Source: an optimization exercise on an open RTL-to-GDS flow (aim: small area, a short achievable clock period and few clock cycles per item). Production flows keep margins and buffers that such runs may drop.
Where RTL was checked, it was by simulation tests only, not by an equivalence proof against the original.
The RTL of run 1 was laid out without a check of its function.

==> flow/design.v, too long to show whole: its modules and the start of the top module <==
// module layer_blend: 1170 lines
// module lb_fa: 4 lines
// module lb_ha: 4 lines
module layer_blend (
    input  wire        clk,
    input  wire        rst,
    input  wire        cfg_we,
    input  wire        cfg_addr,
    input  wire [31:0] cfg_wdata,
    input  wire        in_valid,
    output wire        in_ready,
    input  wire [11:0] fg_y,
    input  wire [11:0] fg_cb,
    input  wire [11:0] fg_cr,
    input  wire [10:0] fg_a,
    input  wire [11:0] key_y,
    input  wire [11:0] bg_y,
    input  wire [11:0] bg_cb,
    input  wire [11:0] bg_cr,
    output reg         out_valid,
    input  wire        out_ready,
    output reg  [11:0] out_y,
    output reg  [11:0] out_cb,
    output reg  [11:0] out_cr
);
  // ...
==> flow/flow/run.sh <==
#!/bin/bash
# The standard layout, with plain buf_2 cells as the port buffers instead of
# the delay buffers that buffer_ports picks by default.
set -euo pipefail
export BUFFER_PORTS_ARGS="-buffer_cell sky130_fd_sc_hd__buf_2"
bash standard.sh > standard_flow.log 2>&1
==> flow/standard.sh <==
#!/bin/bash
# synth_recipe.tcl (not shown) runs the flow's synth.tcl, then flattens the netlist and writes it again
# the make line also repeats each setting of config.mk as NAME=value (left out here)
make -C /OpenROAD-flow-scripts/flow DESIGN_CONFIG=/design/flow/config.mk WORK_HOME=/design/flow/orfs CLKGATE_MAP_FILE= SYNTH_SCRIPT=/design/flow/synth_recipe.tcl "${@:-finish}"
==> flow/config.mk <==
export PLATFORM = sky130hd
export DESIGN_NAME = layer_blend
export DESIGN_NICKNAME = layer_blend
export VERILOG_FILES = /design/flow/design.v
export SDC_FILE = /design/flow/constraint.sdc
export NUM_CORES = 4
export LEC_CHECK = 0
export ABC_AREA = 1
export CAP_MARGIN = 20
export CORE_MARGIN = 2
export CORE_UTILIZATION = 40
export CTS_CLUSTER_DIAMETER = 80
export CTS_CLUSTER_SIZE = 22
export SLEW_MARGIN = 20
export SYNTH_HIERARCHICAL = 1
export SYNTH_MINIMUM_KEEP_SIZE = 0
==> flow/constraint.sdc <==
create_clock -name core_clock -period 95.0 [get_ports {clk}]
set_input_delay 19.0000 -clock core_clock [delete_from_list [all_inputs] [get_ports {clk}]]
set_output_delay 19.0000 -clock core_clock [all_outputs]
set_load 0.01 [all_outputs]
==> results.txt, run 1 <==
status timing/DRC/antenna clean; Via Count around 30000; num tapcells about 1200; chip width 307 um; io pins roughly 170; number of synthesized flops with an enable pin roughly 210; worst-margin pin slew between 1 and 1.5 ns; hold_sp r0_by[6]$_DFFE_PN_; CP Launch Point cfg_addr; Tmin final around 21 ns; RSZ-0062 raised after global routing false; end of the critical path key_r[2]$_SDFFE_PP0P_; GR Overflow Total 0; area post-placement 38800 um2; Post-Synth Adder-Cell Area a little over a third; period utilization approximately 22%; # DRC 0; mux share of post-synthesis cell area 0%; vias in the first global route between 30000 and 40000; seq_cells slightly below 300; slew margin rel. between 20% and 30%; Total GRT Usage a little over a fifth; CP top delay family buffers and inverters; Max H-tree Level 1; Slew Viols, Final 0; Nets around 5400; Layout Cells excl Fill roughly 5700; Final Wtd Congestion 0.930; clk tree area frac 2.22%
==> inputs of run 2 (changes only) <==
--- a/flow/design.v
+++ b/flow/design.v
@@ -19,391 +19,290 @@
     output reg  [11:0] out_y,
     output reg  [11:0] out_cb,
     output reg  [11:0] out_cr
 );
     reg        premul;
     reg [1:0]  asrc;
     reg [10:0] galpha;
     reg        key_inv;
+    reg [11:0] key_hi;
     reg [11:0] key_lo;
-    reg [11:0] key_r;
-    reg        key_new;
     always @(posedge clk) begin
         if (rst) begin
             premul  <= 1'b0;
             asrc    <= 2'b00;
             galpha  <= 11'h400;
             key_inv <= 1'b0;
-            key_r   <= 12'heb0 - 12'h100;
+            key_hi  <= 12'heb0;
             key_lo  <= 12'h100;
-            key_new <= 1'b0;
-        end else begin
-            if (cfg_we && cfg_addr == 1'b0) begin
+        end else if (cfg_we) begin
+            if (cfg_addr == 1'b0) begin
                 premul <= cfg_wdata[29];
                 asrc   <= cfg_wdata[25:24];
                 galpha <= cfg_wdata[10:0];
-            end
-            if (cfg_we && cfg_addr == 1'b1) begin
+            end else begin
                 key_inv <= cfg_wdata[31];
-                key_r   <= cfg_wdata[27:16];
+                key_hi  <= cfg_wdata[27:16];
                 key_lo  <= cfg_wdata[11:0];
-            end else if (key_new) begin
-                key_r   <= key_r - key_lo;
             end
-            key_new <= cfg_we && cfg_addr == 1'b1;
         end
     end
-    reg v0, v1, vh, vs, rdy;
+    reg v0, v1, v2, vh, vs, rdy;
     wire go      = !vs;
-    wire r1_free = !v1 || go;
+    wire r2_free = !v2 || go;
+    wire r1_free = !v1 || r2_free;
     wire r0_free = !v0 || r1_free;
-    wire push    = v1 && go;
+    wire push    = v2 && go;
     wire pop     = vh && out_ready;
     wire v0_n = r0_free ? in_valid : v0;
     wire v1_n = r1_free ? v0 : v1;
+    wire v2_n = r2_free ? v1 : v2;
     wire vh_n = (!vh || pop) ? (vs || push) : vh;
     wire vs_n = vs ? !(!vh || pop) : (push && vh && !pop);
     assign in_ready = rdy;
-    reg [11:0] r0_fy, r0_fcb, r0_fcr, r0_by, r0_bcb, r0_bcr;
-    reg [11:0] r0_key;     
+    reg [11:0] r0_fy, r0_fcb, r0_fcr, r0_by, r0_bcb, r0_bcr, r0_key;
+    reg [10:0] r0_fa;
     always @(posedge clk) begin
         if (r0_free) begin
             r0_fy  <= fg_y;  r0_fcb <= fg_cb; r0_fcr <= fg_cr;
             r0_by  <= bg_y;  r0_bcb <= bg_cb; r0_bcr <= bg_cr;
-            r0_key <= (asrc == 2'b01) ? {1'b0, fg_a} : key_y;
+            r0_fa  <= fg_a;  r0_key <= key_y;
         end
     end
-    wire [11:0] r     = key_r;
-    wire [12:0] pos13 = {1'b0, r0_key} - {1'b0, key_lo};
-    wire [11:0] pos   = pos13[11:0];
-    wire        below = pos13[12];
-    wire        above = !below && pos >= r;
+    wire [11:0] r     = key_hi - key_lo;
+    wire        below = r0_key < key_lo;
+    wire        above = r0_key >= key_hi;
+    wire [11:0] pos   = r0_key - key_lo;
     reg  [11:0] rem1;
-    reg  [6:0]  qa;
+    reg  [5:0]  qa;
     reg  [12:0] t1;
     integer i;
     always @(*) begin
         rem1 = pos;
-        for (i = 6; i >= 0; i = i - 1) begin
+        for (i = 5; i >= 0; i = i - 1) begin
             t1    = {rem1, 1'b0} - {1'b0, r};
             qa[i] = !t1[12] || rem1[11];
             rem1  = qa[i] ? t1[11:0] : {rem1[10:0], 1'b0};
         end
     end
     reg [11:0] r1_fy, r1_fcb, r1_fcr, r1_by, r1_bcb, r1_bcr;
-    reg [11:0] r1_rem;     
-    reg [6:0]  r1_qa;
+    reg [11:0] r1_rem;
+    reg [10:0] r1_fa;
+    reg [5:0]  r1_qa;
     reg        r1_below, r1_above;
     always @(posedge clk) begin
         if (r1_free) begin
             r1_fy  <= r0_fy;  r1_fcb <= r0_fcb; r1_fcr <= r0_fcr;
             r1_by  <= r0_by;  r1_bcb <= r0_bcb; r1_bcr <= r0_bcr;
-            r1_rem <= (asrc == 2'b01) ? r0_key : rem1;
-            r1_qa  <= qa;
+            r1_rem <= rem1;
+            r1_fa  <= r0_fa;   r1_qa  <= qa;
             r1_below <= below; r1_above <= above;
         end
     end
     reg  [11:0] rem2;
-    reg  [3:0]  qb;
+    reg  [4:0]  qb;
     reg  [12:0] t2;
     integer k;
     always @(*) begin
         rem2 = r1_rem;
-        for (k = 3; k >= 0; k = k - 1) begin
+        for (k = 4; k >= 0; k = k - 1) begin
             t2    = {rem2, 1'b0} - {1'b0, r};
             qb[k] = !t2[12] || rem2[11];
             rem2  = qb[k] ? t2[11:0] : {rem2[10:0], 1'b0};
         end
     end
-    wire       key_on = (asrc == 2'b10) && !r1_below && !r1_above;
-    wire       fa_on  = (asrc == 2'b01);
-    wire [9:0] qk     = {r1_qa, qb[3:1]} ^ {10{key_inv}};
-    wire [9:0] b      = ({10{key_on}} & qk) | ({10{fa_on}} & r1_rem[9:0]);
-    wire       rb     = key_on & (qb[0] ^ key_inv);
-    wire       b10    = fa_on ? r1_rem[10] :
-                        (asrc == 2'b10) ? (!r1_below && r1_above) ^ (key_inv && (r1_below || r1_above)) :
-                        1'b1;
+    wire [10:0] q   = {1'b0, r1_qa, qb[4:1]} + {10'd0, qb[0]};
+    wire [10:0] a_k = r1_below ? 11'd0 : r1_above ? 11'd1024 : q;
+    reg [10:0] a_p;
+    always @(*) begin
+        case (asrc)
+            2'b01:   a_p = r1_fa;
+            2'b10:   a_p = key_inv ? (11'd1024 - a_k) : a_k;
+            default: a_p = 11'd1024;
+        endcase
+    end
+    reg [11:0] r2_fy, r2_fcb, r2_fcr, r2_by, r2_bcb, r2_bcr;
+    reg [10:0] r2_ap;
+    always @(posedge clk) begin
+        if (r2_free) begin
+            r2_fy  <= r1_fy;  r2_fcb <= r1_fcb; r2_fcr <= r1_fcr;
+            r2_by  <= r1_by;  r2_bcb <= r1_bcb; r2_bcr <= r1_bcr;
+            r2_ap  <= a_p;
+        end
+    end
     wire       g10  = galpha[10];
     wire [9:0] g_lo = galpha[10] ? 10'd0 : galpha[9:0];
     wire ga_1, ga_2;
-    lb_fa ga_1_fa (.a((g_lo[6] & b[3])), .b((g_lo[5] & b[4])), .c((g_lo[4] & b[5])), .s(ga_1), .co(ga_2));
+    lb_fa ga_1_fa (.a((g_lo[0] & r2_ap[9])), .b((g_lo[1] & r2_ap[8])), .c((g_lo[2] & r2_ap[7])), .s(ga_1), .co(ga_2));
     wire ga_3, ga_4;
-    lb_fa ga_3_fa (.a((g_lo[7] & b[3])), .b((g_lo[6] & b[4])), .c((g_lo[5] & b[5])), .s(ga_3), .co(ga_4));
+    lb_fa ga_3_fa (.a((g_lo[1] & r2_ap[9])), .b((g_lo[2] & r2_ap[8])), .c((g_lo[3] & r2_ap[7])), .s(ga_3), .co(ga_4));
     wire ga_5, ga_6;
-    lb_ha ga_5_ha (.a((g_lo[4] & b[6])), .b((g_lo[3] & b[7])), .s(ga_5), .co(ga_6));
+    lb_ha ga_5_ha (.a((g_lo[2] & r2_ap[9])), .b((g_lo[3] & r2_ap[8])), .s(ga_5), .co(ga_6));
     wire ga_7, ga_8;
-    lb_fa ga_7_fa (.a((g_lo[8] & b[3])), .b((g_lo[7] & b[4])), .c((g_lo[6] & b[5])), .s(ga_7), .co(ga_8));
+    lb_ha ga_7_ha (.a((g_lo[0] & r2_ap[6])), .b((g_lo[1] & r2_ap[5])), .s(ga_7), .co(ga_8));
     wire ga_9, ga_10;
-    lb_fa ga_9_fa (.a((g_lo[5] & b[6])), .b((g_lo[4] & b[7])), .c((g_lo[3] & b[8])), .s(ga_9), .co(ga_10));
+    lb_fa ga_9_fa (.a((g_lo[0] & r2_ap[7])), .b((g_lo[1] & r2_ap[6])), .c((g_lo[2] & r2_ap[5])), .s(ga_9), .co(ga_10));
     wire ga_11, ga_12;
-    lb_fa ga_11_fa (.a((g_lo[9] & b[3])), .b((g_lo[8] & b[4])), .c((g_lo[7] & b[5])), .s(ga_11), .co(ga_12));
+    lb_ha ga_11_ha (.a((g_lo[3] & r2_ap[4])), .b((g_lo[4] & r2_ap[3])), .s(ga_11), .co(ga_12));
     wire ga_13, ga_14;
-    lb_fa ga_13_fa (.a((g_lo[6] & b[6])), .b((g_lo[5] & b[7])), .c((g_lo[4] & b[8])), .s(ga_13), .co(ga_14));
+    lb_fa ga_13_fa (.a((g_lo[0] & r2_ap[8])), .b((g_lo[1] & r2_ap[7])), .c((g_lo[2] & r2_ap[6])), .s(ga_13), .co(ga_14));
     wire ga_15, ga_16;
-    lb_fa ga_15_fa (.a((g10 & b[3])), .b((g_lo[9] & b[4])), .c((g_lo[8] & b[5])), .s(ga_15), .co(ga_16));
+    lb_fa ga_15_fa (.a((g_lo[3] & r2_ap[5])), .b((g_lo[4] & r2_ap[4])), .c((g_lo[5] & r2_ap[3])), .s(ga_15), .co(ga_16));
     wire ga_17, ga_18;
-    lb_fa ga_17_fa (.a((g_lo[7] & b[6])), .b((g_lo[6] & b[7])), .c((g_lo[5] & b[8])), .s(ga_17), .co(ga_18));
+    lb_ha ga_17_ha (.a((g_lo[6] & r2_ap[2])), .b((g_lo[7] & r2_ap[1])), .s(ga_17), .co(ga_18));
     wire ga_19, ga_20;
-    lb_fa ga_19_fa (.a((g10 & b[4])), .b((g_lo[9] & b[5])), .c((g_lo[8] & b[6])), .s(ga_19), .co(ga_20));
+    lb_fa ga_19_fa (.a(ga_1), .b((g_lo[3] & r2_ap[6])), .c((g_lo[4] & r2_ap[5])), .s(ga_19), .co(ga_20));
     wire ga_21, ga_22;
-    lb_ha ga_21_ha (.a((g_lo[7] & b[7])), .b((g_lo[6] & b[8])), .s(ga_21), .co(ga_22));
+    lb_fa ga_21_fa (.a((g_lo[5] & r2_ap[4])), .b((g_lo[6] & r2_ap[3])), .c((g_lo[7] & r2_ap[2])), .s(ga_21), .co(ga_22));
     wire ga_23, ga_24;
-    lb_fa ga_23_fa (.a((g10 & b[5])), .b((g_lo[9] & b[6])), .c((g_lo[8] & b[7])), .s(ga_23), .co(ga_24));
+    lb_fa ga_23_fa (.a((g_lo[8] & r2_ap[1])), .b((g_lo[9] & r2_ap[0])), .c(1'b1), .s(ga_23), .co(ga_24));
     wire ga_25, ga_26;
-    lb_ha ga_25_ha (.a((g_lo[4] & b[3])), .b((g_lo[3] & b[4])), .s(ga_25), .co(ga_26));
+    lb_fa ga_25_fa (.a(ga_2), .b(ga_3), .c((g_lo[4] & r2_ap[6])), .s(ga_25), .co(ga_26));
     wire ga_27, ga_28;
-    lb_fa ga_27_fa (.a((g_lo[5] & b[3])), .b((g_lo[4] & b[4])), .c((g_lo[3] & b[5])), .s(ga_27), .co(ga_28));
+    lb_fa ga_27_fa (.a((g_lo[5] & r2_ap[5])), .b((g_lo[6] & r2_ap[4])), .c((g_lo[7] & r2_ap[3])), .s(ga_27), .co(ga_28));
     wire ga_29, ga_30;
-    lb_ha ga_29_ha (.a((g_lo[2] & b[6])), .b((g_lo[1] & b[7])), .s(ga_29), .co(ga_30));
+    lb_fa ga_29_fa (.a((g_lo[8] & r2_ap[2])), .b((g_lo[9] & r2_ap[1])), .c(((g10 & r2_ap[0]) | (r2_ap[10] & g_lo[0]))), .s(ga_29), .co(ga_30));
     wire ga_31, ga_32;
-    lb_fa ga_31_fa (.a(ga_1), .b((g_lo[3] & b[6])), .c((g_lo[2] & b[7])), .s(ga_31), .co(ga_32));
+    lb_fa ga_31_fa (.a(ga_4), .b(ga_5), .c((g_lo[4] & r2_ap[7])), .s(ga_31), .co(ga_32));
     wire ga_33, ga_34;
-    lb_fa ga_33_fa (.a((g_lo[1] & b[8])), .b((g_lo[0] & b[9])), .c(1'b1), .s(ga_33), .co(ga_34));
+    lb_fa ga_33_fa (.a((g_lo[5] & r2_ap[6])), .b((g_lo[6] & r2_ap[5])), .c((g_lo[7] & r2_ap[4])), .s(ga_33), .co(ga_34));
     wire ga_35, ga_36;
-    lb_fa ga_35_fa (.a(ga_2), .b(ga_3), .c(ga_5), .s(ga_35), .co(ga_36));
+    lb_fa ga_35_fa (.a((g_lo[8] & r2_ap[3])), .b((g_lo[9] & r2_ap[2])), .c(((g10 & r2_ap[1]) | (r2_ap[10] & g_lo[1]))), .s(ga_35), .co(ga_36));
     wire ga_37, ga_38;
-    lb_fa ga_37_fa (.a((g_lo[2] & b[8])), .b((g_lo[1] & b[9])), .c((b10 & g_lo[0])), .s(ga_37), .co(ga_38));
+    lb_fa ga_37_fa (.a(ga_6), .b((g_lo[3] & r2_ap[9])), .c((g_lo[4] & r2_ap[8])), .s(ga_37), .co(ga_38));
     wire ga_39, ga_40;
-    lb_fa ga_39_fa (.a(ga_4), .b(ga_6), .c(ga_7), .s(ga_39), .co(ga_40));
+    lb_fa ga_39_fa (.a((g_lo[5] & r2_ap[7])), .b((g_lo[6] & r2_ap[6])), .c((g_lo[7] & r2_ap[5])), .s(ga_39), .co(ga_40));
     wire ga_41, ga_42;
-    lb_fa ga_41_fa (.a(ga_9), .b((g_lo[2] & b[9])), .c((b10 & g_lo[1])), .s(ga_41), .co(ga_42));
+    lb_fa ga_41_fa (.a((g_lo[8] & r2_ap[4])), .b((g_lo[9] & r2_ap[3])), .c(((g10 & r2_ap[2]) | (r2_ap[10] & g_lo[2]))), .s(ga_41), .co(ga_42));
     wire ga_43, ga_44;
-    lb_fa ga_43_fa (.a(ga_8), .b(ga_10), .c(ga_11), .s(ga_43), .co(ga_44));
+    lb_fa ga_43_fa (.a((g_lo[4] & r2_ap[9])), .b((g_lo[5] & r2_ap[8])), .c((g_lo[6] & r2_ap[7])), .s(ga_43), .co(ga_44));
     wire ga_45, ga_46;
-    lb_fa ga_45_fa (.a(ga_13), .b((g_lo[3] & b[9])), .c((b10 & g_lo[2])), .s(ga_45), .co(ga_46));
+    lb_fa ga_45_fa (.a((g_lo[7] & r2_ap[6])), .b((g_lo[8] & r2_ap[5])), .c((g_lo[9] & r2_ap[4])), .s(ga_45), .co(ga_46));
     wire ga_47, ga_48;
-    lb_fa ga_47_fa (.a(ga_12), .b(ga_14), .c(ga_15), .s(ga_47), .co(ga_48));
+    lb_fa ga_47_fa (.a((g_lo[5] & r2_ap[9])), .b((g_lo[6] & r2_ap[8])), .c((g_lo[7] & r2_ap[7])), .s(ga_47), .co(ga_48));
     wire ga_49, ga_50;
-    lb_fa ga_49_fa (.a(ga_17), .b((g_lo[4] & b[9])), .c((b10 & g_lo[3])), .s(ga_49), .co(ga_50));
+    lb_ha ga_49_ha (.a((g_lo[0] & r2_ap[4])), .b((g_lo[1] & r2_ap[3])), .s(ga_49), .co(ga_50));
     wire ga_51, ga_52;
-    lb_fa ga_51_fa (.a(ga_16), .b(ga_18), .c(ga_19), .s(ga_51), .co(ga_52));
+    lb_fa ga_51_fa (.a((g_lo[0] & r2_ap[5])), .b((g_lo[1] & r2_ap[4])), .c((g_lo[2] & r2_ap[3])), .s(ga_51), .co(ga_52));
     wire ga_53, ga_54;
-    lb_fa ga_53_fa (.a(ga_21), .b((g_lo[5] & b[9])), .c((b10 & g_lo[4])), .s(ga_53), .co(ga_54));
+    lb_ha ga_53_ha (.a((g_lo[3] & r2_ap[2])), .b((g_lo[4] & r2_ap[1])), .s(ga_53), .co(ga_54));
     wire ga_55, ga_56;
-    lb_fa ga_55_fa (.a(ga_20), .b(ga_22), .c(ga_23), .s(ga_55), .co(ga_56));
+    lb_fa ga_55_fa (.a(ga_7), .b((g_lo[2] & r2_ap[4])), .c((g_lo[3] & r2_ap[3])), .s(ga_55), .co(ga_56));
     wire ga_57, ga_58;
-    lb_fa ga_57_fa (.a((g_lo[7] & b[8])), .b((g_lo[6] & b[9])), .c((b10 & g_lo[5])), .s(ga_57), .co(ga_58));
+    lb_fa ga_57_fa (.a((g_lo[4] & r2_ap[2])), .b((g_lo[5] & r2_ap[1])), .c((g_lo[6] & r2_ap[0])), .s(ga_57), .co(ga_58));
     wire ga_59, ga_60;
-    lb_fa ga_59_fa (.a(ga_24), .b((g10 & b[6])), .c((g_lo[9] & b[7])), .s(ga_59), .co(ga_60));
+    lb_fa ga_59_fa (.a(ga_8), .b(ga_9), .c(ga_11), .s(ga_59), .co(ga_60));
     wire ga_61, ga_62;
-    lb_fa ga_61_fa (.a((g_lo[8] & b[8])), .b((g_lo[7] & b[9])), .c((b10 & g_lo[6])), .s(ga_61), .co(ga_62));
+    lb_fa ga_61_fa (.a((g_lo[5] & r2_ap[2])), .b((g_lo[6] & r2_ap[1])), .c((g_lo[7] & r2_ap[0])), .s(ga_61), .co(ga_62));
     wire ga_63, ga_64;
-    lb_fa ga_63_fa (.a((g10 & b[7])), .b((g_lo[9] & b[8])), .c((g_lo[8] & b[9])), .s(ga_63), .co(ga_64));
+    lb_fa ga_63_fa (.a(ga_10), .b(ga_12), .c(ga_13), .s(ga_63), .co(ga_64));
     wire ga_65, ga_66;
-    lb_ha ga_65_ha (.a((g_lo[3] & b[3])), .b((g_lo[2] & b[4])), .s(ga_65), .co(ga_66));
+    lb_fa ga_65_fa (.a(ga_15), .b(ga_17), .c((g_lo[8] & r2_ap[0])), .s(ga_65), .co(ga_66));
     wire ga_67, ga_68;
-    lb_fa ga_67_fa (.a(ga_25), .b((g_lo[2] & b[5])), .c((g_lo[1] & b[6])), .s(ga_67), .co(ga_68));
+    lb_fa ga_67_fa (.a(ga_14), .b(ga_16), .c(ga_18), .s(ga_67), .co(ga_68));
     wire ga_69, ga_70;
-    lb_fa ga_69_fa (.a(ga_26), .b(ga_27), .c(ga_29), .s(ga_69), .co(ga_70));
+    lb_fa ga_69_fa (.a(ga_19), .b(ga_21), .c(ga_23), .s(ga_69), .co(ga_70));
     wire ga_71, ga_72;
-    lb_fa ga_71_fa (.a(ga_28), .b(ga_30), .c(ga_31), .s(ga_71), .co(ga_72));
+    lb_fa ga_71_fa (.a(ga_20), .b(ga_22), .c(ga_24), .s(ga_71), .co(ga_72));
     wire ga_73, ga_74;
-    lb_fa ga_73_fa (.a(ga_32), .b(ga_34), .c(ga_35), .s(ga_73), .co(ga_74));
+    lb_fa ga_73_fa (.a(ga_25), .b(ga_27), .c(ga_29), .s(ga_73), .co(ga_74));
     wire ga_75, ga_76;
-    lb_fa ga_75_fa (.a(ga_36), .b(ga_38), .c(ga_39), .s(ga_75), .co(ga_76));
+    lb_fa ga_75_fa (.a(ga_26), .b(ga_28), .c(ga_30), .s(ga_75), .co(ga_76));
     wire ga_77, ga_78;
-    lb_fa ga_77_fa (.a(ga_40), .b(ga_42), .c(ga_43), .s(ga_77), .co(ga_78));
+    lb_fa ga_77_fa (.a(ga_31), .b(ga_33), .c(ga_35), .s(ga_77), .co(ga_78));
     wire ga_79, ga_80;
-    lb_fa ga_79_fa (.a(ga_44), .b(ga_46), .c(ga_47), .s(ga_79), .co(ga_80));
+    lb_fa ga_79_fa (.a(ga_32), .b(ga_34), .c(ga_36), .s(ga_79), .co(ga_80));
     wire ga_81, ga_82;
-    lb_fa ga_81_fa (.a(ga_48), .b(ga_50), .c(ga_51), .s(ga_81), .co(ga_82));
+    lb_fa ga_81_fa (.a(ga_37), .b(ga_39), .c(ga_41), .s(ga_81), .co(ga_82));
     wire ga_83, ga_84;
-    lb_fa ga_83_fa (.a(ga_52), .b(ga_54), .c(ga_55), .s(ga_83), .co(ga_84));
+    lb_fa ga_83_fa (.a(ga_38), .b(ga_40), .c(ga_42), .s(ga_83), .co(ga_84));
     wire ga_85, ga_86;
-    lb_fa ga_85_fa (.a(ga_56), .b(ga_58), .c(ga_59), .s(ga_85), .co(ga_86));
+    lb_fa ga_85_fa (.a(ga_43), .b(ga_45), .c(((g10 & r2_ap[3]) | (r2_ap[10] & g_lo[3]))), .s(ga_85), .co(ga_86));
     wire ga_87, ga_88;
-    lb_fa ga_87_fa (.a(ga_60), .b(ga_62), .c(ga_63), .s(ga_87), .co(ga_88));
+    lb_fa ga_87_fa (.a(ga_44), .b(ga_46), .c(ga_47), .s(ga_87), .co(ga_88));
     wire ga_89, ga_90;
-    lb_fa ga_89_fa (.a(ga_64), .b((g10 & b[8])), .c((g_lo[9] & b[9])), .s(ga_89), .co(ga_90));
+    lb_fa ga_89_fa (.a((g_lo[8] & r2_ap[6])), .b((g_lo[9] & r2_ap[5])), .c(((g10 & r2_ap[4]) | (r2_ap[10] & g_lo[4]))), .s(ga_89), .co(ga_90));
     wire ga_91, ga_92;
-    lb_ha ga_91_ha (.a((g_lo[2] & b[3])), .b((g_lo[1] & b[4])), .s(ga_91), .co(ga_92));
+    lb_fa ga_91_fa (.a(ga_48), .b((g_lo[6] & r2_ap[9])), .c((g_lo[7] & r2_ap[8])), .s(ga_91), .co(ga_92));
     wire ga_93, ga_94;
-    lb_fa ga_93_fa (.a(ga_65), .b((g_lo[1] & b[5])), .c((g_lo[0] & b[6])), .s(ga_93), .co(ga_94));
+    lb_fa ga_93_fa (.a((g_lo[8] & r2_ap[7])), .b((g_lo[9] & r2_ap[6])), .c(((g10 & r2_ap[5]) | (r2_ap[10] & g_lo[5]))), .s(ga_93), .co(ga_94));
     wire ga_95, ga_96;
-    lb_fa ga_95_fa (.a(ga_66), .b(ga_67), .c((g_lo[0] & b[7])), .s(ga_95), .co(ga_96));
+    lb_fa ga_95_fa (.a((g_lo[7] & r2_ap[9])), .b((g_lo[8] & r2_ap[8])), .c((g_lo[9] & r2_ap[7])), .s(ga_95), .co(ga_96));
     wire ga_97, ga_98;
-    lb_fa ga_97_fa (.a(ga_68), .b(ga_69), .c((g_lo[0] & b[8])), .s(ga_97), .co(ga_98));
+    lb_ha ga_97_ha (.a((g_lo[0] & r2_ap[3])), .b((g_lo[1] & r2_ap[2])), .s(ga_97), .co(ga_98));
     wire ga_99, ga_100;
-    lb_fa ga_99_fa (.a(ga_70), .b(ga_71), .c(ga_33), .s(ga_99), .co(ga_100));
+    lb_fa ga_99_fa (.a(ga_49), .b((g_lo[2] & r2_ap[2])), .c((g_lo[3] & r2_ap[1])), .s(ga_99), .co(ga_100));
     wire ga_101, ga_102;
-    lb_fa ga_101_fa (.a(ga_72), .b(ga_73), .c(ga_37), .s(ga_101), .co(ga_102));
+    lb_fa ga_101_fa (.a(ga_50), .b(ga_51), .c(ga_53), .s(ga_101), .co(ga_102));
     wire ga_103, ga_104;
-    lb_fa ga_103_fa (.a(ga_74), .b(ga_75), .c(ga_41), .s(ga_103), .co(ga_104));
+    lb_fa ga_103_fa (.a(ga_52), .b(ga_54), .c(ga_55), .s(ga_103), .co(ga_104));
     wire ga_105, ga_106;
-    lb_fa ga_105_fa (.a(ga_76), .b(ga_77), .c(ga_45), .s(ga_105), .co(ga_106));
+    lb_fa ga_105_fa (.a(ga_56), .b(ga_58), .c(ga_59), .s(ga_105), .co(ga_106));
     wire ga_107, ga_108;
-    lb_fa ga_107_fa (.a(ga_78), .b(ga_79), .c(ga_49), .s(ga_107), .co(ga_108));
+    lb_fa ga_107_fa (.a(ga_60), .b(ga_62), .c(ga_63), .s(ga_107), .co(ga_108));
     wire ga_109, ga_110;
-    lb_fa ga_109_fa (.a(ga_80), .b(ga_81), .c(ga_53), .s(ga_109), .co(ga_110));
+    lb_fa ga_109_fa (.a(ga_64), .b(ga_66), .c(ga_67), .s(ga_109), .co(ga_110));
     wire ga_111, ga_112;
-    lb_fa ga_111_fa (.a(ga_82), .b(ga_83), .c(ga_57), .s(ga_111), .co(ga_112));
+    lb_fa ga_111_fa (.a(ga_68), .b(ga_70), .c(ga_71), .s(ga_111), .co(ga_112));
     wire ga_113, ga_114;
-    lb_fa ga_113_fa (.a(ga_84), .b(ga_85), .c(ga_61), .s(ga_113), .co(ga_114));
+    lb_fa ga_113_fa (.a(ga_72), .b(ga_74), .c(ga_75), .s(ga_113), .co(ga_114));
     wire ga_115, ga_116;
-    lb_fa ga_115_fa (.a(ga_86), .b(ga_87), .c((b10 & g_lo[7])), .s(ga_115), .co(ga_116));
+    lb_fa ga_115_fa (.a(ga_76), .b(ga_78), .c(ga_79), .s(ga_115), .co(ga_116));
     wire ga_117, ga_118;
-    lb_fa ga_117_fa (.a(ga_88), .b(ga_89), .c((b10 & g_lo[8])), .s(ga_117), .co(ga_118));
+    lb_fa ga_117_fa (.a(ga_80), .b(ga_82), .c(ga_83), .s(ga_117), .co(ga_118));
     wire ga_119, ga_120;
-    lb_fa ga_119_fa (.a(ga_90), .b((g10 & b[9])), .c((b10 & g_lo[9])), .s(ga_119), .co(ga_120));
+    lb_fa ga_119_fa (.a(ga_84), .b(ga_86), .c(ga_87), .s(ga_119), .co(ga_120));
     wire ga_121, ga_122;
-    lb_ha ga_121_ha (.a((g_lo[1] & b[3])), .b((g_lo[0] & b[4])), .s(ga_121), .co(ga_122));
+    lb_fa ga_121_fa (.a(ga_88), .b(ga_90), .c(ga_91), .s(ga_121), .co(ga_122));
     wire ga_123, ga_124;
-    lb_fa ga_123_fa (.a(ga_91), .b((g_lo[0] & b[5])), .c((g_lo[3] & b[2])), .s(ga_123), .co(ga_124));
+    lb_fa ga_123_fa (.a(ga_92), .b(ga_94), .c(ga_95), .s(ga_123), .co(ga_124));
     wire ga_125, ga_126;
-    lb_fa ga_125_fa (.a(ga_92), .b(ga_93), .c((g_lo[4] & b[2])), .s(ga_125), .co(ga_126));
+    lb_fa ga_125_fa (.a(ga_96), .b((g_lo[8] & r2_ap[9])), .c((g_lo[9] & r2_ap[8])), .s(ga_125), .co(ga_126));
     wire ga_127, ga_128;
-    lb_fa ga_127_fa (.a(ga_94), .b(ga_95), .c((g_lo[5] & b[2])), .s(ga_127), .co(ga_128));
+    lb_ha ga_127_ha (.a((g_lo[0] & r2_ap[2])), .b((g_lo[1] & r2_ap[1])), .s(ga_127), .co(ga_128));
     wire ga_129, ga_130;
-    lb_fa ga_129_fa (.a(ga_96), .b(ga_97), .c((g_lo[6] & b[2])), .s(ga_129), .co(ga_130));
+    lb_fa ga_129_fa (.a(ga_97), .b((g_lo[2] & r2_ap[1])), .c((g_lo[3] & r2_ap[0])), .s(ga_129), .co(ga_130));
     wire ga_131, ga_132;
-    lb_fa ga_131_fa (.a(ga_98), .b(ga_99), .c((g_lo[7] & b[2])), .s(ga_131), .co(ga_132));
+    lb_fa ga_131_fa (.a(ga_98), .b(ga_99), .c((g_lo[4] & r2_ap[0])), .s(ga_131), .co(ga_132));
     wire ga_133, ga_134;
-    lb_fa ga_133_fa (.a(ga_100), .b(ga_101), .c((g_lo[8] & b[2])), .s(ga_133), .co(ga_134));
+    lb_fa ga_133_fa (.a(ga_100), .b(ga_101), .c((g_lo[5] & r2_ap[0])), .s(ga_133), .co(ga_134));
     wire ga_135, ga_136;
-    lb_fa ga_135_fa (.a(ga_102), .b(ga_103), .c((g_lo[9] & b[2])), .s(ga_135), .co(ga_136));
+    lb_fa ga_135_fa (.a(ga_102), .b(ga_103), .c(ga_57), .s(ga_135), .co(ga_136));
     wire ga_137, ga_138;
-    lb_fa ga_137_fa (.a(ga_104), .b(ga_105), .c((g10 & b[2])), .s(ga_137), .co(ga_138));
+    lb_fa ga_137_fa (.a(ga_104), .b(ga_105), .c(ga_61), .s(ga_137), .co(ga_138));
     wire ga_139, ga_140;
-    lb_ha ga_139_ha (.a(ga_106), .b(ga_107), .s(ga_139), .co(ga_140));
+    lb_fa ga_139_fa (.a(ga_106), .b(ga_107), .c(ga_65), .s(ga_139), .co(ga_140));
     wire ga_141, ga_142;
-    lb_ha ga_141_ha (.a(ga_108), .b(ga_109), .s(ga_141), .co(ga_142));
+    lb_fa ga_141_fa (.a(ga_108), .b(ga_109), .c(ga_69), .s(ga_141), .co(ga_142));
     wire ga_143, ga_144;
-    lb_ha ga_143_ha (.a(ga_110), .b(ga_111), .s(ga_143), .co(ga_144));
+    lb_fa ga_143_fa (.a(ga_110), .b(ga_111), .c(ga_73), .s(ga_143), .co(ga_144));
     wire ga_145, ga_146;
-    lb_ha ga_145_ha (.a(ga_112), .b(ga_113), .s(ga_145), .co(ga_146));
+    lb_fa ga_145_fa (.a(ga_112), .b(ga_113), .c(ga_77), .s(ga_145), .co(ga_146));
     wire ga_147, ga_148;
-    lb_ha ga_147_ha (.a(ga_114), .b(ga_115), .s(ga_147), .co(ga_148));
+    lb_fa ga_147_fa (.a(ga_114), .b(ga_115), .c(ga_81), .s(ga_147), .co(ga_148));
     wire ga_149, ga_150;
-    lb_ha ga_149_ha (.a(ga_116), .b(ga_117), .s(ga_149), .co(ga_150));
+    lb_fa ga_149_fa (.a(ga_116), .b(ga_117), .c(ga_85), .s(ga_149), .co(ga_150));
     wire ga_151, ga_152;
-    lb_ha ga_151_ha (.a(ga_118), .b(ga_119), .s(ga_151), .co(ga_152));
+    lb_fa ga_151_fa (.a(ga_118), .b(ga_119), .c(ga_89), .s(ga_151), .co(ga_152));
     wire ga_153, ga_154;
-    lb_ha ga_153_ha (.a(ga_120), .b((g10 & b10)), .s(ga_153), .co(ga_154));
+    lb_fa ga_153_fa (.a(ga_120), .b(ga_121), .c(ga_93), .s(ga_153), .co(ga_154));
     wire ga_155, ga_156;
-    lb_ha ga_155_ha (.a((g_lo[0] & b[3])), .b((g_lo[1] & b[2])), .s(ga_155), .co(ga_156));
+    lb_fa ga_155_fa (.a(ga_122), .b(ga_123), .c(((g10 & r2_ap[6]) | (r2_ap[10] & g_lo[6]))), .s(ga_155), .co(ga_156));
     wire ga_157, ga_158;
-    lb_fa ga_157_fa (.a(ga_121), .b((g_lo[2] & b[2])), .c((g_lo[3] & b[1])), .s(ga_157), .co(ga_158));
+    lb_fa ga_157_fa (.a(ga_124), .b(ga_125), .c(((g10 & r2_ap[7]) | (r2_ap[10] & g_lo[7]))), .s(ga_157), .co(ga_158));
     wire ga_159, ga_160;
-    lb_fa ga_159_fa (.a(ga_122), .b(ga_123), .c((g_lo[4] & b[1])), .s(ga_159), .co(ga_160));
-    wire ga_161, ga_162;
-    lb_fa ga_161_fa (.a(ga_124), .b(ga_125), .c((g_lo[5] & b[1])), .s(ga_161), .co(ga_162));
-    wire ga_163, ga_164;
-    lb_fa ga_163_fa (.a(ga_126), .b(ga_127), .c((g_lo[6] & b[1])), .s(ga_163), .co(ga_164));
-    wire ga_165, ga_166;
-    lb_fa ga_165_fa (.a(ga_128), .b(ga_129), .c((g_lo[7] & b[1])), .s(ga_165), .co(ga_166));
-    wire ga_167, ga_168;
-    lb_fa ga_167_fa (.a(ga_130), .b(ga_131), .c((g_lo[8] & b[1])), .s(ga_167), .co(ga_168));
-    wire ga_169, ga_170;
-    lb_fa ga_169_fa (.a(ga_132), .b(ga_133), .c((g_lo[9] & b[1])), .s(ga_169), .co(ga_170));
-    wire ga_171, ga_172;
-    lb_fa ga_171_fa (.a(ga_134), .b(ga_135), .c((g10 & b[1])), .s(ga_171), .co(ga_172));
-    wire ga_173, ga_174;
-    lb_ha ga_173_ha (.a(ga_136), .b(ga_137), .s(ga_173), .co(ga_174));
-    wire ga_175, ga_176;
-    lb_ha ga_175_ha (.a(ga_138), .b(ga_139), .s(ga_175), .co(ga_176));
-    wire ga_177, ga_178;
-    lb_ha ga_177_ha (.a(ga_140), .b(ga_141), .s(ga_177), .co(ga_178));
-    wire ga_179, ga_180;
-    lb_ha ga_179_ha (.a(ga_142), .b(ga_143), .s(ga_179), .co(ga_180));
-    wire ga_181, ga_182;
-    lb_ha ga_181_ha (.a(ga_144), .b(ga_145), .s(ga_181), .co(ga_182));
-    wire ga_183, ga_184;
-    lb_ha ga_183_ha (.a(ga_146), .b(ga_147), .s(ga_183), .co(ga_184));
-    wire ga_185, ga_186;
-    lb_ha ga_185_ha (.a(ga_148), .b(ga_149), .s(ga_185), .co(ga_186));
-    wire ga_187, ga_188;
-    lb_ha ga_187_ha (.a(ga_150), .b(ga_151), .s(ga_187), .co(ga_188));
-    wire ga_189, ga_190;
-    lb_ha ga_189_ha (.a(ga_152), .b(ga_153), .s(ga_189), .co(ga_190));
-    wire ga_191, ga_192;
-    lb_ha ga_191_ha (.a((g_lo[0] & b[2])), .b((g_lo[1] & b[1])), .s(ga_191), .co(ga_192));
-    wire ga_193, ga_194;
-    lb_fa ga_193_fa (.a(ga_155), .b((g_lo[2] & b[1])), .c((g_lo[3] & b[0])), .s(ga_193), .co(ga_194));
-    wire ga_195, ga_196;
-    lb_fa ga_195_fa (.a(ga_156), .b(ga_157), .c((g_lo[4] & b[0])), .s(ga_195), .co(ga_196));
-    wire ga_197, ga_198;
-    lb_fa ga_197_fa (.a(ga_158), .b(ga_159), .c((g_lo[5] & b[0])), .s(ga_197), .co(ga_198));
-    wire ga_199, ga_200;
-    lb_fa ga_199_fa (.a(ga_160), .b(ga_161), .c((g_lo[6] & b[0])), .s(ga_199), .co(ga_200));
-    wire ga_201, ga_202;
-    lb_fa ga_201_fa (.a(ga_162), .b(ga_163), .c((g_lo[7] & b[0])), .s(ga_201), .co(ga_202));
-    wire ga_203, ga_204;
-    lb_fa ga_203_fa (.a(ga_164), .b(ga_165), .c((g_lo[8] & b[0])), .s(ga_203), .co(ga_204));
-    wire ga_205, ga_206;
-    lb_fa ga_205_fa (.a(ga_166), .b(ga_167), .c((g_lo[9] & b[0])), .s(ga_205), .co(ga_206));
-    wire ga_207, ga_208;
-    lb_fa ga_207_fa (.a(ga_168), .b(ga_169), .c((g10 & b[0])), .s(ga_207), .co(ga_208));
-    wire ga_209, ga_210;
-    lb_ha ga_209_ha (.a(ga_170), .b(ga_171), .s(ga_209), .co(ga_210));
-    wire ga_211, ga_212;
-    lb_ha ga_211_ha (.a(ga_172), .b(ga_173), .s(ga_211), .co(ga_212));
-    wire ga_213, ga_214;
-    lb_ha ga_213_ha (.a(ga_174), .b(ga_175), .s(ga_213), .co(ga_214));
-    wire ga_215, ga_216;
-    lb_ha ga_215_ha (.a(ga_176), .b(ga_177), .s(ga_215), .co(ga_216));
-    wire ga_217, ga_218;
-    lb_ha ga_217_ha (.a(ga_178), .b(ga_179), .s(ga_217), .co(ga_218));
-    wire ga_219, ga_220;
-    lb_ha ga_219_ha (.a(ga_180), .b(ga_181), .s(ga_219), .co(ga_220));
-    wire ga_221, ga_222;
-    lb_ha ga_221_ha (.a(ga_182), .b(ga_183), .s(ga_221), .co(ga_222));
-    wire ga_223, ga_224;
-    lb_ha ga_223_ha (.a(ga_184), .b(ga_185), .s(ga_223), .co(ga_224));
-    wire ga_225, ga_226;
-    lb_ha ga_225_ha (.a(ga_186), .b(ga_187), .s(ga_225), .co(ga_226));
-    wire ga_227, ga_228;
-    lb_ha ga_227_ha (.a(ga_188), .b(ga_189), .s(ga_227), .co(ga_228));
-    wire ga_229, ga_230;
-    lb_ha ga_229_ha (.a((g_lo[0] & b[1])), .b((g_lo[1] & b[0])), .s(ga_229), .co(ga_230));
-    wire ga_231, ga_232;
-    lb_fa ga_231_fa (.a(ga_191), .b((g_lo[2] & b[0])), .c((g_lo[2] & rb)), .s(ga_231), .co(ga_232));
-    wire ga_233, ga_234;
-    lb_fa ga_233_fa (.a(ga_192), .b(ga_193), .c((g_lo[3] & rb)), .s(ga_233), .co(ga_234));
-    wire ga_235, ga_236;
-    lb_fa ga_235_fa (.a(ga_194), .b(ga_195), .c((g_lo[4] & rb)), .s(ga_235), .co(ga_236));
-    wire ga_237, ga_238;
-    lb_fa ga_237_fa (.a(ga_196), .b(ga_197), .c((g_lo[5] & rb)), .s(ga_237), .co(ga_238));
-    wire ga_239, ga_240;
-    lb_fa ga_239_fa (.a(ga_198), .b(ga_199), .c((g_lo[6] & rb)), .s(ga_239), .co(ga_240));
-    wire ga_241, ga_242;
-    lb_fa ga_241_fa (.a(ga_200), .b(ga_201), .c((g_lo[7] & rb)), .s(ga_241), .co(ga_242));
-    wire ga_243, ga_244;
-    lb_fa ga_243_fa (.a(ga_202), .b(ga_203), .c((g_lo[8] & rb)), .s(ga_243), .co(ga_244));
-    wire ga_245, ga_246;
-    lb_fa ga_245_fa (.a(ga_204), .b(ga_205), .c((g_lo[9] & rb)), .s(ga_245), .co(ga_246));
-    wire ga_247, ga_248;
-    lb_fa ga_247_fa (.a(ga_206), .b(ga_207), .c((g10 & rb)), .s(ga_247), .co(ga_248));
-    wire ga_249, ga_250;
-    lb_ha ga_249_ha (.a(ga_208), .b(ga_209), .s(ga_249), .co(ga_250));
-    wire ga_251, ga_252;
-    lb_ha ga_251_ha (.a(ga_210), .b(ga_211), .s(ga_251), .co(ga_252));
-    wire ga_253, ga_254;
-    lb_ha ga_253_ha (.a(ga_212), .b(ga_213), .s(ga_253), .co(ga_254));
-    wire ga_255, ga_256;
-    lb_ha ga_255_ha (.a(ga_214), .b(ga_215), .s(ga_255), .co(ga_256));
-    wire ga_257, ga_258;
-    lb_ha ga_257_ha (.a(ga_216), .b(ga_217), .s(ga_257), .co(ga_258));
-    wire ga_259, ga_260;
-    lb_ha ga_259_ha (.a(ga_218), .b(ga_219), .s(ga_259), .co(ga_260));
-    wire ga_261, ga_262;
-    lb_ha ga_261_ha (.a(ga_220), .b(ga_221), .s(ga_261), .co(ga_262));
-    wire ga_263, ga_264;
-    lb_ha ga_263_ha (.a(ga_222), .b(ga_223), .s(ga_263), .co(ga_264));
-    wire ga_265, ga_266;
-    lb_ha ga_265_ha (.a(ga_224), .b(ga_225), .s(ga_265), .co(ga_266));
-    wire ga_267, ga_268;
-    lb_ha ga_267_ha (.a(ga_226), .b(ga_227), .s(ga_267), .co(ga_268));
-    wire [20:0] ga_x = {ga_266, ga_264, ga_262, ga_260, ga_258, ga_256, ga_254, ga_252, ga_250, ga_248, ga_246, ga_244, ga_242, ga_240, ga_238, ga_236, ga_234, ga_232, ga_230, ga_229, (g_lo[0] & b[0])};
-    wire [20:0] ga_y = {ga_267, ga_265, ga_263, ga_261, ga_259, ga_257, ga_255, ga_253, ga_251, ga_249, ga_247, ga_245, ga_243, ga_241, ga_239, ga_237, ga_235, ga_233, ga_231, (g_lo[1] & rb), (g_lo[0] & rb)};
+    lb_fa ga_159_fa (.a(ga_126), .b((g_lo[9] & r2_ap[9])), .c(((g10 & r2_ap[8]) | (r2_ap[10] & g_lo[8]))), .s(ga_159), .co(ga_160));
+    wire [20:0] ga_x = {(g10 & r2_ap[10]), ga_160, ga_158, ga_156, ga_154, ga_152, ga_150, ga_148, ga_146, ga_144, ga_142, ga_140, ga_138, ga_136, ga_134, ga_132, ga_130, ga_128, ga_127, (g_lo[0] & r2_ap[1]), (g_lo[0] & r2_ap[0])};
+    wire [20:0] ga_y = {1'b0, ((g10 & r2_ap[9]) | (r2_ap[10] & g_lo[9])), ga_159, ga_157, ga_155, ga_153, ga_151, ga_149, ga_147, ga_145, ga_143, ga_141, ga_139, ga_137, ga_135, ga_133, ga_131, ga_129, (g_lo[2] & r2_ap[0]), (g_lo[1] & r2_ap[0]), 1'b0};
     wire [20:0] ga   = ga_x + ga_y;
     wire [10:0] a    = ga[20:10];
     wire [10:0] m    = premul ? (11'd1024 - a) : a;
-    wire [12:0] by_d    = premul ? ({1'b0, r1_by} - 13'd256) : ({1'b0, r1_fy} - {1'b0, r1_by});
-    wire [11:0] by_base = premul ? r1_fy : r1_by;
+    wire [12:0] by_d    = premul ? ({1'b0, r2_by} - 13'd256) : ({1'b0, r2_fy} - {1'b0, r2_by});
+    wire [11:0] by_base = premul ? r2_fy : r2_by;
     wire byt_1, byt_2;
     lb_fa byt_1_fa (.a((by_d[9] & m[0])), .b((by_d[8] & m[1])), .c((by_d[7] & m[2])), .s(byt_1), .co(byt_2));
     wire byt_3, byt_4;
     lb_fa byt_3_fa (.a((by_d[10] & m[0])), .b((by_d[9] & m[1])), .c((by_d[8] & m[2])), .s(byt_3), .co(byt_4));
     wire byt_5, byt_6;
     lb_fa byt_5_fa (.a((by_d[7] & m[3])), .b((by_d[6] & m[4])), .c((by_d[5] & m[5])), .s(byt_5), .co(byt_6));
     wire byt_7, byt_8;
     lb_fa byt_7_fa (.a((by_d[11] & m[0])), .b((by_d[10] & m[1])), .c((by_d[9] & m[2])), .s(byt_7), .co(byt_8));
@@ -640,18 +539,18 @@
     wire byt_239, byt_240;
     lb_fa byt_239_fa (.a(byt_198), .b(byt_199), .c(by_base[11]), .s(byt_239), .co(byt_240));
     wire byt_241, byt_242;
     lb_ha byt_241_ha (.a(byt_200), .b(~(by_d[12] & m[10])), .s(byt_241), .co(byt_242));
     wire [23:0] by_x = {byt_242, byt_240, byt_238, byt_236, byt_234, byt_232, byt_230, byt_228, byt_226, byt_224, byt_222, byt_220, byt_218, byt_216, byt_214, byt_212, byt_210, byt_208, byt_206, byt_204, byt_202, byt_201, (by_d[1] & m[0]), (by_d[0] & m[0])};
     wire [23:0] by_y = {1'b1, byt_241, byt_239, byt_237, byt_235, byt_233, byt_231, byt_229, byt_227, byt_225, byt_223, byt_221, byt_219, byt_217, byt_215, byt_213, byt_211, byt_209, byt_207, byt_205, byt_203, (by_d[0] & m[2]), (by_d[0] & m[1]), 1'b0};
     wire [23:0] by_s = by_x + by_y;
     wire [11:0] by_o = by_s[23] ? 12'd0 : by_s[22] ? 12'hfff : by_s[21:10];
-    wire [12:0] bcb_d    = premul ? ({1'b0, r1_bcb} - 13'd2048) : ({1'b0, r1_fcb} - {1'b0, r1_bcb});
-    wire [11:0] bcb_base = premul ? r1_fcb : r1_bcb;
+    wire [12:0] bcb_d    = premul ? ({1'b0, r2_bcb} - 13'd2048) : ({1'b0, r2_fcb} - {1'b0, r2_bcb});
+    wire [11:0] bcb_base = premul ? r2_fcb : r2_bcb;
     wire bcbt_1, bcbt_2;
     lb_fa bcbt_1_fa (.a((bcb_d[9] & m[0])), .b((bcb_d[8] & m[1])), .c((bcb_d[7] & m[2])), .s(bcbt_1), .co(bcbt_2));
     wire bcbt_3, bcbt_4;
     lb_fa bcbt_3_fa (.a((bcb_d[10] & m[0])), .b((bcb_d[9] & m[1])), .c((bcb_d[8] & m[2])), .s(bcbt_3), .co(bcbt_4));
     wire bcbt_5, bcbt_6;
     lb_fa bcbt_5_fa (.a((bcb_d[7] & m[3])), .b((bcb_d[6] & m[4])), .c((bcb_d[5] & m[5])), .s(bcbt_5), .co(bcbt_6));
     wire bcbt_7, bcbt_8;
     lb_fa bcbt_7_fa (.a((bcb_d[11] & m[0])), .b((bcb_d[10] & m[1])), .c((bcb_d[9] & m[2])), .s(bcbt_7), .co(bcbt_8));
@@ -888,18 +787,18 @@
     wire bcbt_239, bcbt_240;
     lb_fa bcbt_239_fa (.a(bcbt_198), .b(bcbt_199), .c(bcb_base[11]), .s(bcbt_239), .co(bcbt_240));
     wire bcbt_241, bcbt_242;
     lb_ha bcbt_241_ha (.a(bcbt_200), .b(~(bcb_d[12] & m[10])), .s(bcbt_241), .co(bcbt_242));
     wire [23:0] bcb_x = {bcbt_242, bcbt_240, bcbt_238, bcbt_236, bcbt_234, bcbt_232, bcbt_230, bcbt_228, bcbt_226, bcbt_224, bcbt_222, bcbt_220, bcbt_218, bcbt_216, bcbt_214, bcbt_212, bcbt_210, bcbt_208, bcbt_206, bcbt_204, bcbt_202, bcbt_201, (bcb_d[1] & m[0]), (bcb_d[0] & m[0])};
     wire [23:0] bcb_y = {1'b1, bcbt_241, bcbt_239, bcbt_237, bcbt_235, bcbt_233, bcbt_231, bcbt_229, bcbt_227, bcbt_225, bcbt_223, bcbt_221, bcbt_219, bcbt_217, bcbt_215, bcbt_213, bcbt_211, bcbt_209, bcbt_207, bcbt_205, bcbt_203, (bcb_d[0] & m[2]), (bcb_d[0] & m[1]), 1'b0};
     wire [23:0] bcb_s = bcb_x + bcb_y;
     wire [11:0] bcb_o = bcb_s[23] ? 12'd0 : bcb_s[22] ? 12'hfff : bcb_s[21:10];
-    wire [12:0] bcr_d    = premul ? ({1'b0, r1_bcr} - 13'd2048) : ({1'b0, r1_fcr} - {1'b0, r1_bcr});
-    wire [11:0] bcr_base = premul ? r1_fcr : r1_bcr;
+    wire [12:0] bcr_d    = premul ? ({1'b0, r2_bcr} - 13'd2048) : ({1'b0, r2_fcr} - {1'b0, r2_bcr});
+    wire [11:0] bcr_base = premul ? r2_fcr : r2_bcr;
     wire bcrt_1, bcrt_2;
     lb_fa bcrt_1_fa (.a((bcr_d[9] & m[0])), .b((bcr_d[8] & m[1])), .c((bcr_d[7] & m[2])), .s(bcrt_1), .co(bcrt_2));
     wire bcrt_3, bcrt_4;
     lb_fa bcrt_3_fa (.a((bcr_d[10] & m[0])), .b((bcr_d[9] & m[1])), .c((bcr_d[8] & m[2])), .s(bcrt_3), .co(bcrt_4));
     wire bcrt_5, bcrt_6;
     lb_fa bcrt_5_fa (.a((bcr_d[7] & m[3])), .b((bcr_d[6] & m[4])), .c((bcr_d[5] & m[5])), .s(bcrt_5), .co(bcrt_6));
     wire bcrt_7, bcrt_8;
     lb_fa bcrt_7_fa (.a((bcr_d[11] & m[0])), .b((bcr_d[10] & m[1])), .c((bcr_d[9] & m[2])), .s(bcrt_7), .co(bcrt_8));
@@ -1150,25 +1049,27 @@
     always @(posedge clk) begin
         if (!vh || pop)
             {out_y, out_cb, out_cr} <= vs ? s_q : res;
     end
     always @(posedge clk) begin
         if (rst) begin
             v0 <= 1'b0;
             v1 <= 1'b0;
+            v2 <= 1'b0;
             vh <= 1'b0;
             vs <= 1'b0;
             rdy <= 1'b1;
         end else begin
             v0 <= v0_n;
             v1 <= v1_n;
+            v2 <= v2_n;
             vh <= vh_n;
             vs <= vs_n;
-            rdy <= !(v0_n && v1_n && vs_n);
+            rdy <= !(v0_n && v1_n && v2_n && vs_n);
         end
     end
     always @(*) out_valid = vh;
 endmodule
 module lb_fa (input wire a, input wire b, input wire c, output wire s, output wire co);
     assign s  = a ^ b ^ c;
     assign co = (a & b) | (a & c) | (b & c);
 endmodule
==> flow/run.sh (new file) <==
#!/bin/bash
# synth_recipe.tcl (not shown) runs the flow's synth.tcl, then flattens the netlist and writes it again
# the make line also repeats each setting of config.mk as NAME=value (left out here)
make -C /OpenROAD-flow-scripts/flow DESIGN_CONFIG=/design/flow/config.mk WORK_HOME=/design/flow/orfs CLKGATE_MAP_FILE= SYNTH_SCRIPT=/design/flow/synth_recipe.tcl finish
==> flow/config.mk (replaced) <==
export PLATFORM = sky130hd
export DESIGN_NAME = layer_blend
export DESIGN_NICKNAME = layer_blend
export VERILOG_FILES = /design/flow/design.v
export SDC_FILE = /design/flow/constraint.sdc
export NUM_CORES = 4
export LEC_CHECK = 0
export CAP_MARGIN = 20
export CORE_MARGIN = 2
export CORE_UTILIZATION = 40
export SLEW_MARGIN = 20
export SYNTH_HIERARCHICAL = 1
export SYNTH_MINIMUM_KEEP_SIZE = 0
removed: flow/flow/run.sh
removed: flow/standard.sh
==> results.txt, run 2 <==
Seq cells post-synth between 300 and 400; top-area cell type share of the netlist area approximately a quarter; slew margin rel. 20.2% (-7.5 points); clock slew at reported path FFs roughly 0.060 ns; Buffers on Ports around 160; total CTS buffers 45; Critical Path RT 76.00 ns; core area around 93000 um2; TritonCTS clock tree built; post-route ant nets 0; cell taking the most area after synthesis edfxtp_1; layout cells sized above 1 under 10%; CP Launch Type register; die area 95900 um2; Worst EP arrival ~1.5 ns; Total GRT Usage 19.3% (-2.3 points); root buffer cell clkbuf_16; initial drt markers around 1700; Reg area roughly 11000 um2; TritonRoute pass-1 iters 7; clk sinks 398; drt wl/cell ~18 um; top-count cell post-synth nor2_1; multi-input logic area between 20000 and 30000 um2; CP Depth 1; Max Buffers Root-to-Sink 3; Syn Area/Cell between 10 and 15 um2; setup bufs post-CTS 0; number of synthesized flops with an enable pin 317 (+49%); Tmin final 20.49 ns (-0.0328 ns); Die H 310 um; Tightest Hold Check Type reg -> reg; CP Launch Point out_y[3]$_DFFE_PN_; maxcap violations 0; hold depth 0; crit path capture type primary output; Buf/Inv on CP 1; most frequent cells in the layout nor2_1 (545), fa_1 (412), edfxtp_1 (317), ha_1 (304), nand2_1 (299); period utilization 21.6% (-0.035 points); CP peak stage delay roughly 0.56 ns; Slew Viols, Final 0 (unchanged); Syn Inst Count between 3000 and 4000; Post-DP HPWL 68500 um; vias in the first global route 26790 (-11%); Hold Vio Cnt, Final 0; Synth Flop Type edfxtp_1; Syn Std Cell Area 37400 um2; R2R depth 87; Setup TNS Final 0 ns; commonest non-fill, non-tap cell in the layout nor2_1; ys async rst share 0%; status timing/DRC/antenna clean; Max H-tree Level 2 (+1); CP top delay family buffers and inverters; Nets 4654 (-14%); worst-margin pin slew 1.18 ns (+0.105 ns); filler instances just under 9000; total wire length approximately 91000 um; Largest register FFs 36; Top reg by flops s_q; io pins 171 (unchanged); final setup fails 0; Initial Util 40.2%; hold_sp r1_fy[11]$_DFFE_PN_; clock latency (worst-skew pair) a little over 0.6 ns; Vias/cell 5.24; crit path kind reg -> out; largest net degree at the start of global routing 73; chip width 310 um (+0.83%); initial antenna violation count 1; RSZ-0062 raised after global routing false; final core occ between 40% and 50%; GR Overflow Total 0 (unchanged); P&R area growth vs syn 12.8%; Seq/Total Area, Yosys approximately 30%; Final Wtd Congestion 0.833 (-10%); Synth area leaders edfxtp_1 (25%), fa_1 (22%), ha_1 (10%), nor2_1 (5.5%), dfxtp_1 (4.3%); CTS resizes 0; Via Count 26688 (-11%); f_max just under 50 MHz; Crit Path Max Fanout 1; Synth Warn # 7; worst r2r src key_lo[1]$_SDFFE_PP0P_; # DRC 0 (unchanged); crit-path cells clkdlybuf4s50_1; Final Skew around 0.035 ns; first-pass GRT wire length ~150000 um; Distinct cells, synth 106; Slowest-stage cell, CP clkdlybuf4s50_1; top cells by count, synth nor2_1 (545), fa_1 (412), edfxtp_1 (317); Site Rows between 100 and 150; CTS Hold Buffers Added 0
## run 2: cell count changes after synthesis, sizes merged, moves of 59 or more
cell,delta
a21oi,-110
inv,-279
xnor2,+78
nand3,-172
nand2,-612
edfxtp,+104
nor2,-152
nand2b,+59
and2,+101
## run 2: area by class of cell
type,instances,area share [%]
Antenna cell,1,0.00594
Clock buffer,52,2.73
Clock inverter,31,0.980
Inverter,160,1.44
Multi-Input combinational cell,2966,59.5
Sequential cell,398,26.4
Tap cell,1254,3.72
Timing Repair Buffer,234,5.17
## run 2: logic make-up after synthesis
kind of cell | synth area share, %
buffers and inverters | 3.41
AOI/OAI and AO/OA | 13.7
and+or+nand+nor | 15.3
muxes | 1.22
adders and majority gates | 32.4
other | 0.0100
xor gates and xnor gates | 4.17
DFF | 29.8
## run 2: per-stage QoR
stage               instances  instance area (um2)  setup slack [ns]  hold slack, ns
floorplan                3698                37400             74.64           0.400
global placement         5011                40500             74.28           0.402
detailed placement       5011                40500             74.26           0.405
CTS                      5094                42100             74.46           0.411
global route             5095                42100             73.65           0.410
finish                   5096                42100             74.51           0.406
## run 2: routing by layer
metal | vias to the layer above | share of wire, % | track usage [%]
li1 | 12955 | - | -
met1 | 13125 | 48 | 28.1
met2 | 523 | 45 | 30.6
met3 | 85 | 4.6 | 2.54
met4 | 0 | 2.0 | 4.56
met5 | - | 0 | 0
## run 2: final timing paths
kind / endpoint / slack [ns]
max reg2reg: r1_rem[7]$_DFFE_PN_ / 75.43
min reg2reg: r2_fy[11]$_DFFE_PN_ / 0.41
max: out_y[3] / 74.51
min: r2_fy[11]$_DFFE_PN_ / 0.41
## run 2: modules after synthesis (local to each module, per instance)
module | flip-flops and latches | area, um2 | times used | cells inside
lb_ha | 0 | 12.5 | 38 | 1
layer_blend | 398 | 28800 | 1 | 3249
lb_fa | 0 | 20.0 | 405 | 1
Testbench counts of run 2, summed over its fixed seeds: cycles 24,768, items 24,576.

-- static timing again, ports no longer ideal --
No port has a modelled driver above. Below, the same layouts with a new extraction and two added sets of constraints. Step 1 sets driving cells, clkbuf_16 on the clock port and buf_2 on the other inputs (assumed; they add their load-dependent delay and slew). Step 2 also shifts input and output timing later by t, the mid clock arrival at the registers, as if the neighbouring blocks saw the same clock. Three values: no drivers, after step 1, after step 2; two values: the first two.
| run | t (ns) | setup WS [ns] | slew at the worst register clock pin (ns) | worst data-port slew with drivers (ns) |
|---|---|---|---|---|
| run 1 | 0.691 | 74.480 / 74.528 / 73.837 | 0.09 / 0.09 | 0.16 |
| run 2 | 0.661 | 74.512 / 74.445 / 74.251 | 0.07 / 0.07 | 0.10 |
After both steps every run listed still meets setup and hold. For run 1, which loses most, drivers alone change the setup slack by +0.048 ns; drivers and shift together by -0.643 ns.
